Background: an optimization exercise with open tools, aiming at small area. Do not read the settings as production practice. Only simulation tests tie the RTL to the original design; equivalence was not proved. No activity file was given, so power comes from the tool's default toggle rates.

==> inputs of fjord <==
// bsd_group
module bsd_group (
    input  wire         clk,
    input  wire         rst,
    input  wire         bit_en,
    input  wire [3:0]   sdin,
    input  wire         sync,
    input  wire         order4,
    input  wire [9:0]   dec_r,
    input  wire [5:0]   fast_r,
    input  wire         fast_en,
    input  wire [17:0]  fast_lo,
    input  wire [17:0]  fast_hi,
    input  wire [16:0]  fast_hyst,
    input  wire [2:0]   fast_cnt,
    input  wire [12:0]  stuck_n,
    output reg          s_valid,
    output wire [151:0] s_data,
    output wire [67:0]  fast_val,
    output wire [3:0]   fast_out,
    output wire [3:0]   stuck
);
    localparam NCH = 4;
    reg  sync_pend;
    wire restart = sync | sync_pend;
    reg  [9:0] blk_cnt;
    wire [9:0] blk_inc;
    rc_inc #(10) u_blk_inc (.a(blk_cnt), .s(blk_inc));
    wire [9:0] blk_cnt_n = restart ? 10'd1 : blk_inc;
    wire       blk_end   = (blk_cnt_n == dec_r);
    reg  comb_pend;
    reg  fr_par;
    always @(posedge clk) begin
        if (rst) begin
            sync_pend <= 1'b1;
            blk_cnt   <= 10'd0;
            s_valid   <= 1'b0;
            comb_pend <= 1'b0;
            fr_par    <= fast_r[0];
        end else begin
            s_valid <= bit_en && blk_end;
            if (bit_en) begin
                sync_pend <= 1'b0;
                blk_cnt   <= blk_end ? 10'd0 : blk_cnt_n;
                comb_pend <= blk_end;
            end else if (sync) begin
                sync_pend <= 1'b1;
            end
        end
    end
    reg  [6:0] nb_cnt;
    wire [6:0] nb_inc;
    rc_inc #(7) u_nb_inc (.a(nb_cnt), .s(nb_inc));
    always @(posedge clk) begin
        if (rst)
            nb_cnt <= 7'd0;
        else if (bit_en && nb_cnt != 7'd96)
            nb_cnt <= nb_inc;
    end
    wire [6:0] fr_x1 = {1'b0, fast_r};
    wire [6:0] fr_x2 = {fast_r, 1'b0};
    wire [6:0] fr_x3;                   
    wire [6:0] fr_x3h;
    rc_addxc #(6, 5, 0) u_fr_x3 (.a(fast_r), .b(fast_r[5:1]), .ci(1'b0), .s(fr_x3h));
    assign fr_x3 = {fr_x3h[5:0], fast_r[0]};
    wire ok1, ok2, ok3;      
  ...
Settings: LEC_CHECK=0, CAP_MARGIN=20, CORE_MARGIN=2, CORE_UTILIZATION=78, CTS_BUF_LIST=sky130_fd_sc_hd__clkbuf_8, CTS_CLUSTER_DIAMETER=70, CTS_CLUSTER_SIZE=18, PLACE_DENSITY=0.88, SLEW_MARGIN=20, SYNTH_HIERARCHICAL=1, SYNTH_MINIMUM_KEEP_SIZE=0; clock period 25.0 ns.
standard.sh (not shown) runs the stock make flow with config.mk's settings and CLKGATE_MAP_FILE= SYNTH_SCRIPT=/design/flow/synth_recipe.tcl, a recipe that flattens the netlist after the stock synthesis.
==> flow/flow/run.sh <==
#!/bin/bash
# Layout flow: the standard layout (standard.sh, which runs ORFS on
# config.mk with flow/config.mk's settings), with two changes to how the
# layout is made:
#  - the buffers ORFS puts on every input and output port are buf_1 cells
#    (ORFS otherwise picks clkdlybuf4s50_1, 2.7 times the area);
#  - CTS does not add dummy loads to balance the clock tree (the arguments
#    are otherwise the ones ORFS builds from flow/config.mk's CTS settings).
# ORFS writes each step's full log under orfs/logs/; this script's own
# output goes to flow_run.log.
set -euo pipefail
exec > flow_run.log 2>&1
export BUFFER_PORTS_ARGS="-buffer_cell sky130_fd_sc_hd__buf_1"
export CTS_ARGS="-sink_clustering_enable -repair_clock_nets -sink_clustering_size 18 -sink_clustering_max_diameter 70 -buf_list sky130_fd_sc_hd__clkbuf_8 -dont_use_dummy_load"
bash standard.sh
==> inputs of sierra, as changes to fjord <==
--- a/flow/design.v
+++ b/flow/design.v
@@ -3,17 +3,17 @@
     input  wire               rst,
     input  wire               bit_en,      
     input  wire               din,         
     input  wire               restart,     
     input  wire               restart_n,   
     input  wire               rs_n,        
     input  wire               comb_pend,   
     input  wire               order4,      
-    input  wire [31:0]        tap_oh,      
+    input  wire [4:0]         tap,         
     input  wire               ok1,         
     input  wire               ok2,
     input  wire               ok3,
     input  wire [15:0]        fr3h,        
     input  wire               fr_par,      
     input  wire               fast_en,
     input  wire [17:0]        n_lo,        
     input  wire [17:0]        n_hi,        
@@ -62,19 +62,19 @@
             end else if (comb_pend) begin
                 comb_n[1] <= ~(c_val1 & {37{restart_n}});
                 comb_n[2] <= ~(c_val2 & {37{restart_n}});
                 comb_n[3] <= ~(c_val3 & {37{restart_n && order4}});
             end
         end
     end
     reg [31:0] dl1, dl2, dl3;           
-    wire b1 = |(dl1 & tap_oh) && ok1;   
-    wire b2 = |(dl2 & tap_oh) && ok2;   
-    wire b3 = |(dl3 & tap_oh) && ok3;   
+    wire b1 = dl1[tap] && ok1;          
+    wire b2 = dl2[tap] && ok2;          
+    wire b3 = dl3[tap] && ok3;          
     reg [7:0]  g1;
     reg [11:0] e2;
     reg [15:0] h3;
     wire [3:0] ur = {2'b00, b2, b2} + {3'b000, din} - {2'b00, b1, b1} - {3'b000, b3};
     wire [3:0] u  = ur & {4{bit_en}};
     wire [7:0] g1_n;
     rc_addx #(8, 8, 0) u_g1 (.a(g1), .b({{4{u[3]}}, u}), .ci(1'b0), .s(g1_n));
     wire [11:0] e2_n;
@@ -420,32 +420,31 @@
     wire [18:0] lo_in, hi_in;
     rc_addx #(19, 17, 0) u_lo_in (.a({fast_lo[17], fast_lo}), .b(fast_hyst), .ci(1'b0), .s(lo_in));
     wire [17:0] hi_lo17;
     rc_addxc #(17, 17, 2) u_hi_in (.a(fast_hi[16:0]), .b(~fast_hyst), .ci(1'b1), .s(hi_lo17));
     wire        hi_c = hi_lo17[17];
     assign hi_in = {fast_hi[17] ^ (!hi_c && !fast_hi[17]), fast_hi[17] ^ !hi_c, hi_lo17[16:0]};
     wire [17:0] lo_in_s = (lo_in[18] != lo_in[17]) ? 18'h1ffff : lo_in[17:0];
     wire [17:0] hi_in_s = (hi_in[18] != hi_in[17]) ? 18'h20000 : hi_in[17:0];
-    wire [4:0]  tap    = fast_r[4:0] - 5'd1;
-    wire [31:0] tap_oh = 32'd1 << tap;
+    wire [4:0] tap = fast_r[4:0] - 5'd1;
     genvar c;
     generate
         for (c = 0; c < NCH; c = c + 1) begin : g_ch
             bsd_chan u_ch (
                 .clk       (clk),
                 .rst       (rst),
                 .bit_en    (bit_en),
                 .din       (sdin[c]),
                 .restart   (restart),
                 .restart_n (~restart),
                 .rs_n      (~(restart && bit_en)),
                 .comb_pend (comb_pend),
                 .order4    (order4),
-                .tap_oh    (tap_oh),
+                .tap       (tap),
                 .ok1       (ok1),
                 .ok2       (ok2),
                 .ok3       (ok3),
                 .fr3h      (fr3h),
                 .fr_par    (fr_par),
                 .fast_en   (fast_en),
                 .n_lo      (~{~fast_lo[17], fast_lo[16:0]}),
                 .n_hi      (~{~fast_hi[17], fast_hi[16:0]}),
- CORE_UTILIZATION: 78 -> 65
- PLACE_DENSITY: 0.88 -> 0.75
==> inputs of pepper, as changes to fjord <==
--- a/flow/design.v
+++ b/flow/design.v
@@ -3,17 +3,17 @@
     input  wire               rst,
     input  wire               bit_en,      
     input  wire               din,         
     input  wire               restart,     
     input  wire               restart_n,   
     input  wire               rs_n,        
     input  wire               comb_pend,   
     input  wire               order4,      
-    input  wire [31:0]        tap_oh,      
+    input  wire [4:0]         tap,         
     input  wire               ok1,         
     input  wire               ok2,
     input  wire               ok3,
     input  wire [15:0]        fr3h,        
     input  wire               fr_par,      
     input  wire               fast_en,
     input  wire [17:0]        n_lo,        
     input  wire [17:0]        n_hi,        
@@ -23,67 +23,73 @@
     input  wire [12:0]        stuck_n,
     output wire [37:0]        s_data,
     output wire [16:0]        fast_val,
     output reg                fast_out,
     output wire               stuck
 );
     integer k;
     reg  [36:0] integ [0:3];
-    reg  [36:0] comb_n [1:3];    
+    reg  [36:0] comb_n [0:3];    
     reg  [36:0] ni0, ni2;
     wire        rs  = ~rs_n;
     wire [36:0] nia0 = ni0 | {37{rs}};                        
     wire [36:0] ia1  = integ[1] & {37{rs_n}};
-    wire        bs   = comb_pend && bit_en;                   
-    wire [36:0] nia2 = ni2 | {37{rs || (bs && !order4)}};
-    wire [36:0] ia3  = integ[3] & {37{rs_n && order4 && !bs}};
+    wire [36:0] nia2 = ni2 | {37{rs}};
+    wire [36:0] ia3  = integ[3] & {37{rs_n && order4}};
     wire        xn  = ~din && bit_en;
     wire [36:0] n_new0, i_new1, n_new2, i_new3;               
     rc_addx #(37, 37, 2) u_i0 (.a(nia0), .b(~{{36{xn}}, bit_en}), .ci(1'b1), .s(n_new0));
     rc_addx #(37, 37, 0) u_i1 (.a(ia1), .b(~(n_new0 | {37{~bit_en}})), .ci(1'b0), .s(i_new1));
     rc_addx #(37, 37, 2) u_i2 (.a(nia2), .b(~(i_new1 & {37{bit_en}})), .ci(1'b1), .s(n_new2));
     rc_addx #(37, 37, 0) u_i3 (.a(ia3), .b(~(n_new2 | {37{~(bit_en || !order4)}})), .ci(1'b0), .s(i_new3));
-    wire [36:0] c_val1 = integ[3];
-    wire [36:0] c_val2, c_val3, c_val4;
+    wire [36:0] c_val0 = integ[3];
+    wire [36:0] c_val1, c_val2, c_val3, c_val4;
+    rc_addx #(37, 37, 2) u_c0 (.a(c_val0), .b(comb_n[0]), .ci(1'b1), .s(c_val1));
     rc_addx #(37, 37, 2) u_c1 (.a(c_val1), .b(comb_n[1]), .ci(1'b1), .s(c_val2));
     rc_addx #(37, 37, 2) u_c2 (.a(c_val2), .b(comb_n[2]), .ci(1'b1), .s(c_val3));
     rc_addx #(37, 37, 2) u_c3 (.a(c_val3), .b(comb_n[3]), .ci(1'b1), .s(c_val4));
     wire [36:0] s_res = c_val4;
     wire        s_pos = (s_res[35:0] == 36'd0) && dl1[0];    
     assign s_data = {s_res[36] && !s_pos, s_res};
     always @(posedge clk) begin
         ni0      <= n_new0;
         integ[1] <= i_new1;
         ni2      <= n_new2;
         integ[3] <= i_new3;
         if (bit_en) begin
             if (restart) begin
-                for (k = 1; k < 4; k = k + 1)
+                for (k = 0; k < 4; k = k + 1)
                     comb_n[k] <= ~37'd0;
             end else if (comb_pend) begin
+                comb_n[0] <= ~(c_val0 & {37{restart_n}});
                 comb_n[1] <= ~(c_val1 & {37{restart_n}});
                 comb_n[2] <= ~(c_val2 & {37{restart_n}});
                 comb_n[3] <= ~(c_val3 & {37{restart_n && order4}});
             end
         end
     end
     reg [31:0] dl1, dl2, dl3;           
-    wire b1 = |(dl1 & tap_oh) && ok1;   
-    wire b2 = |(dl2 & tap_oh) && ok2;   
-    wire b3 = |(dl3 & tap_oh) && ok3;   
-    reg [7:0]  g1;
+    wire b1 = dl1[tap] && ok1;          
+    wire b2 = dl2[tap] && ok2;          
+    wire b3 = dl3[tap] && ok3;          
+    reg [6:0]  e1, e1d;
     reg [11:0] e2;
     reg [15:0] h3;
-    wire [3:0] ur = {2'b00, b2, b2} + {3'b000, din} - {2'b00, b1, b1} - {3'b000, b3};
-    wire [3:0] u  = ur & {4{bit_en}};
-    wire [7:0] g1_n;
-    rc_addx #(8, 8, 0) u_g1 (.a(g1), .b({{4{u[3]}}, u}), .ci(1'b0), .s(g1_n));
+    wire [2:0] t1r = {2'b00, din} + {2'b00, b2} - {1'b0, b1, 1'b0};
+    wire [2:0] t2r = {2'b00, b1}  + {2'b00, b3} - {1'b0, b2, 1'b0};
+    wire [2:0] t1  = t1r & {3{bit_en}};
+    wire [2:0] t2  = t2r & {3{bit_en}};
+    wire [6:0] e1_n, e1d_n;
+    rc_addx #(7, 7, 0) u_e1  (.a(e1),  .b({{4{t1[2]}}, t1}), .ci(1'b0), .s(e1_n));
+    rc_addx #(7, 7, 0) u_e1d (.a(e1d), .b({{4{t2[2]}}, t2}), .ci(1'b0), .s(e1d_n));
+    wire [7:0] de1;
+    rc_addx #(8, 8, 2) u_de1 (.a({e1_n[6], e1_n}), .b(~{e1d_n[6], e1d_n}), .ci(1'b1), .s(de1));
     wire [11:0] e2_n;
-    rc_addx #(12, 12, 0) u_e2 (.a(e2), .b({{4{g1_n[7]}}, g1_n} & {12{bit_en}}), .ci(1'b0), .s(e2_n));
+    rc_addx #(12, 12, 0) u_e2 (.a(e2), .b({{4{de1[7]}}, de1} & {12{bit_en}}), .ci(1'b0), .s(e2_n));
     wire [15:0] h3_n;
     rc_addx #(16, 16, 0) u_h3 (.a(h3), .b({{4{e2_n[11]}}, e2_n} & {16{bit_en}}), .ci(1'b0), .s(h3_n));
     assign fast_val = {h3, fr_par};
     wire [17:0] v = {~h3_n[15], h3_n, fr_par};    
     wire c_lo, c_hi, c_lo_in, c_hi_in;
     rc_cmpk #(18, 1) u_lo    (.a(v), .nb(n_lo),    .co(c_lo));      
     rc_cmpk #(18, 0) u_hi    (.a(v), .nb(n_hi),    .co(c_hi));      
     rc_cmpk #(18, 1) u_lo_in (.a(v), .nb(n_lo_in), .co(c_lo_in));   
@@ -95,24 +101,26 @@
     wire [2:0] cnt_in_n  = in_now  ? ((cnt_in  == 3'd4) ? 3'd4 : cnt_in  + 3'd1) : 3'd0;
     always @(posedge clk) begin
         if (bit_en) begin
             dl1 <= {dl1[30:0], din};
             dl2 <= {dl2[30:0], b1};
             dl3 <= {dl3[30:0], b2};
         end
         if (rst) begin
-            g1       <= 8'd0;
+            e1       <= 7'd0;
+            e1d      <= 7'd0;
             e2       <= 12'd0;
             h3       <= fr3h;
             fast_out <= 1'b0;
             cnt_out  <= 3'd0;
             cnt_in   <= 3'd0;
         end else begin
-            g1  <= g1_n;
+            e1  <= e1_n;
+            e1d <= e1d_n;
             e2  <= e2_n;
             h3  <= h3_n;
             if (bit_en) begin
                 cnt_out  <= cnt_out_n;
                 cnt_in   <= cnt_in_n;
                 if (!fast_en)
                     fast_out <= 1'b0;
                 else if (!fast_out && cnt_out_n >= fast_cnt)
@@ -420,32 +428,31 @@
     wire [18:0] lo_in, hi_in;
     rc_addx #(19, 17, 0) u_lo_in (.a({fast_lo[17], fast_lo}), .b(fast_hyst), .ci(1'b0), .s(lo_in));
     wire [17:0] hi_lo17;
     rc_addxc #(17, 17, 2) u_hi_in (.a(fast_hi[16:0]), .b(~fast_hyst), .ci(1'b1), .s(hi_lo17));
     wire        hi_c = hi_lo17[17];
     assign hi_in = {fast_hi[17] ^ (!hi_c && !fast_hi[17]), fast_hi[17] ^ !hi_c, hi_lo17[16:0]};
     wire [17:0] lo_in_s = (lo_in[18] != lo_in[17]) ? 18'h1ffff : lo_in[17:0];
     wire [17:0] hi_in_s = (hi_in[18] != hi_in[17]) ? 18'h20000 : hi_in[17:0];
-    wire [4:0]  tap    = fast_r[4:0] - 5'd1;
-    wire [31:0] tap_oh = 32'd1 << tap;
+    wire [4:0] tap = fast_r[4:0] - 5'd1;
     genvar c;
     generate
         for (c = 0; c < NCH; c = c + 1) begin : g_ch
             bsd_chan u_ch (
                 .clk       (clk),
                 .rst       (rst),
                 .bit_en    (bit_en),
                 .din       (sdin[c]),
                 .restart   (restart),
                 .restart_n (~restart),
                 .rs_n      (~(restart && bit_en)),
                 .comb_pend (comb_pend),
                 .order4    (order4),
-                .tap_oh    (tap_oh),
+                .tap       (tap),
                 .ok1       (ok1),
                 .ok2       (ok2),
                 .ok3       (ok3),
                 .fr3h      (fr3h),
                 .fr_par    (fr_par),
                 .fast_en   (fast_en),
                 .n_lo      (~{~fast_lo[17], fast_lo[16:0]}),
                 .n_hi      (~{~fast_hi[17], fast_hi[16:0]}),
==> flow/flow/run.sh (replaced) <==
#!/bin/bash
# Layout flow: the standard layout (standard.sh, which runs ORFS on
# config.mk with flow/config.mk's settings), with two changes to how the
# layout is made:
#  - the buffers ORFS puts on every input and output port are buf_1 cells
#    (ORFS otherwise picks clkdlybuf4s50_1, 2.7 times the area);
#  - CTS does not add dummy loads to balance the clock tree (the arguments
#    are otherwise the ones ORFS builds from flow/config.mk's CTS settings).
# ORFS writes each step's full log under orfs/logs/; this script's own
# output goes to flow_run.log.
set -euo pipefail
exec > flow_run.log 2>&1
export BUFFER_PORTS_ARGS="-buffer_cell sky130_fd_sc_hd__buf_1"
export CTS_ARGS="-sink_clustering_enable -repair_clock_nets -sink_clustering_size 8 -sink_clustering_max_diameter 40 -buf_list sky130_fd_sc_hd__clkbuf_4 -dont_use_dummy_load"
bash standard.sh
- CORE_UTILIZATION: 78 -> 65
- CTS_BUF_LIST: sky130_fd_sc_hd__clkbuf_8 -> sky130_fd_sc_hd__clkbuf_4
- CTS_CLUSTER_DIAMETER: 70 -> 40
- CTS_CLUSTER_SIZE: 18 -> 8
- PLACE_DENSITY: 0.88 -> 0.75
==> Implementation_results.wiki <==
{| class="wikitable"
! Metric !! Value
|-
| Proportion of cell area occupied by registers || between 40% and 50%
|-
| Later-pin clock latency in the skew report || 0.88 ns
|-
| Total power || 0.00938 W
|-
| Worst Hold Path EP || g_ch[3].u_ch.comb_n[1][2]
|-
| Achievable Freq || about 0.043 GHz
|-
| Area of placed instances || around 90000 sq um
|-
| Post-Place Setup Slack || between 1 and 1.5 ns
|-
| Startpoint of the lowest-slack hold path || g_ch[3].u_ch.integ[3][2]
|-
| Combinational share of power || between 40 and 50%
|-
| Number of combinational gates with multiple inputs || about 4.5k
|-
| Share of cell area taken by multi-input logic gates || about half
|-
| Run status || finished clean
|}
[end of results for fjord]
==> Implementation_results.wiki <==
{| class="wikitable"
! Metric !! Value
|-
| Combinational share of power || ~47%
|-
| Proportion of cell area occupied by registers || 44.2%
|-
| Run status || finished clean
|-
| Area of placed instances || roughly 93000 sq um
|-
| Startpoint of the lowest-slack hold path || g_ch[1].u_ch.dl2[8]
|-
| Worst Hold Path EP || g_ch[1].u_ch.dl2[9]
|-
| Number of combinational gates with multiple inputs || 4303
|-
| Later-pin clock latency in the skew report || between 0.8 and 0.9 ns
|}
[end of results for sierra]
==> Implementation_results.wiki <==
{| class="wikitable"
! Metric !! Value
|-
| Proportion of cell area occupied by registers || around 44%
|-
| Run status || finished clean
|-
| Pin count of the biggest net entering global routing || between 100 and 150
|-
| Later-pin clock latency in the skew report || between 1 and 1.5 ns
|-
| Post-Place Setup Slack || approximately 1.7 ns
|-
| Achievable Freq || 0.0422 GHz
|-
| Number of combinational gates with multiple inputs || between 4k and 5k
|}
[end of results for pepper]

re-timing with driven ports:
How much do the figures lean on ideal ports? The routed layouts below were timed once more, with nothing changed but the port constraints.
Step 1, drivers: a clkbuf_16 drives clk and a buf_2 each remaining input, both assumed.
Step 2 times the ports against the registers' clock, not the clock port: input delays grow and output delays shrink by t, the midpoint of the rising clock arrivals with the driver on.
Slacks: ideal ports / drivers / drivers and shift; pairs: ideal ports / drivers.
| run | t, ns | setup WS [ns] | pins driven straight from the clock port |
|---|---|---|---|
| fjord | 0.882 | 1.959 / 1.973 / 1.129 | 1 |
| sierra | 0.904 | 2.197 / 2.122 / 2.060 | 1 |
| pepper | 1.321 | 1.327 / 1.240 / 1.806 | 1 |
After both steps setup and hold are still met in every run listed. The setup slack of fjord, which loses most, moves by +0.014 ns with the drivers and by -0.830 ns with both steps.
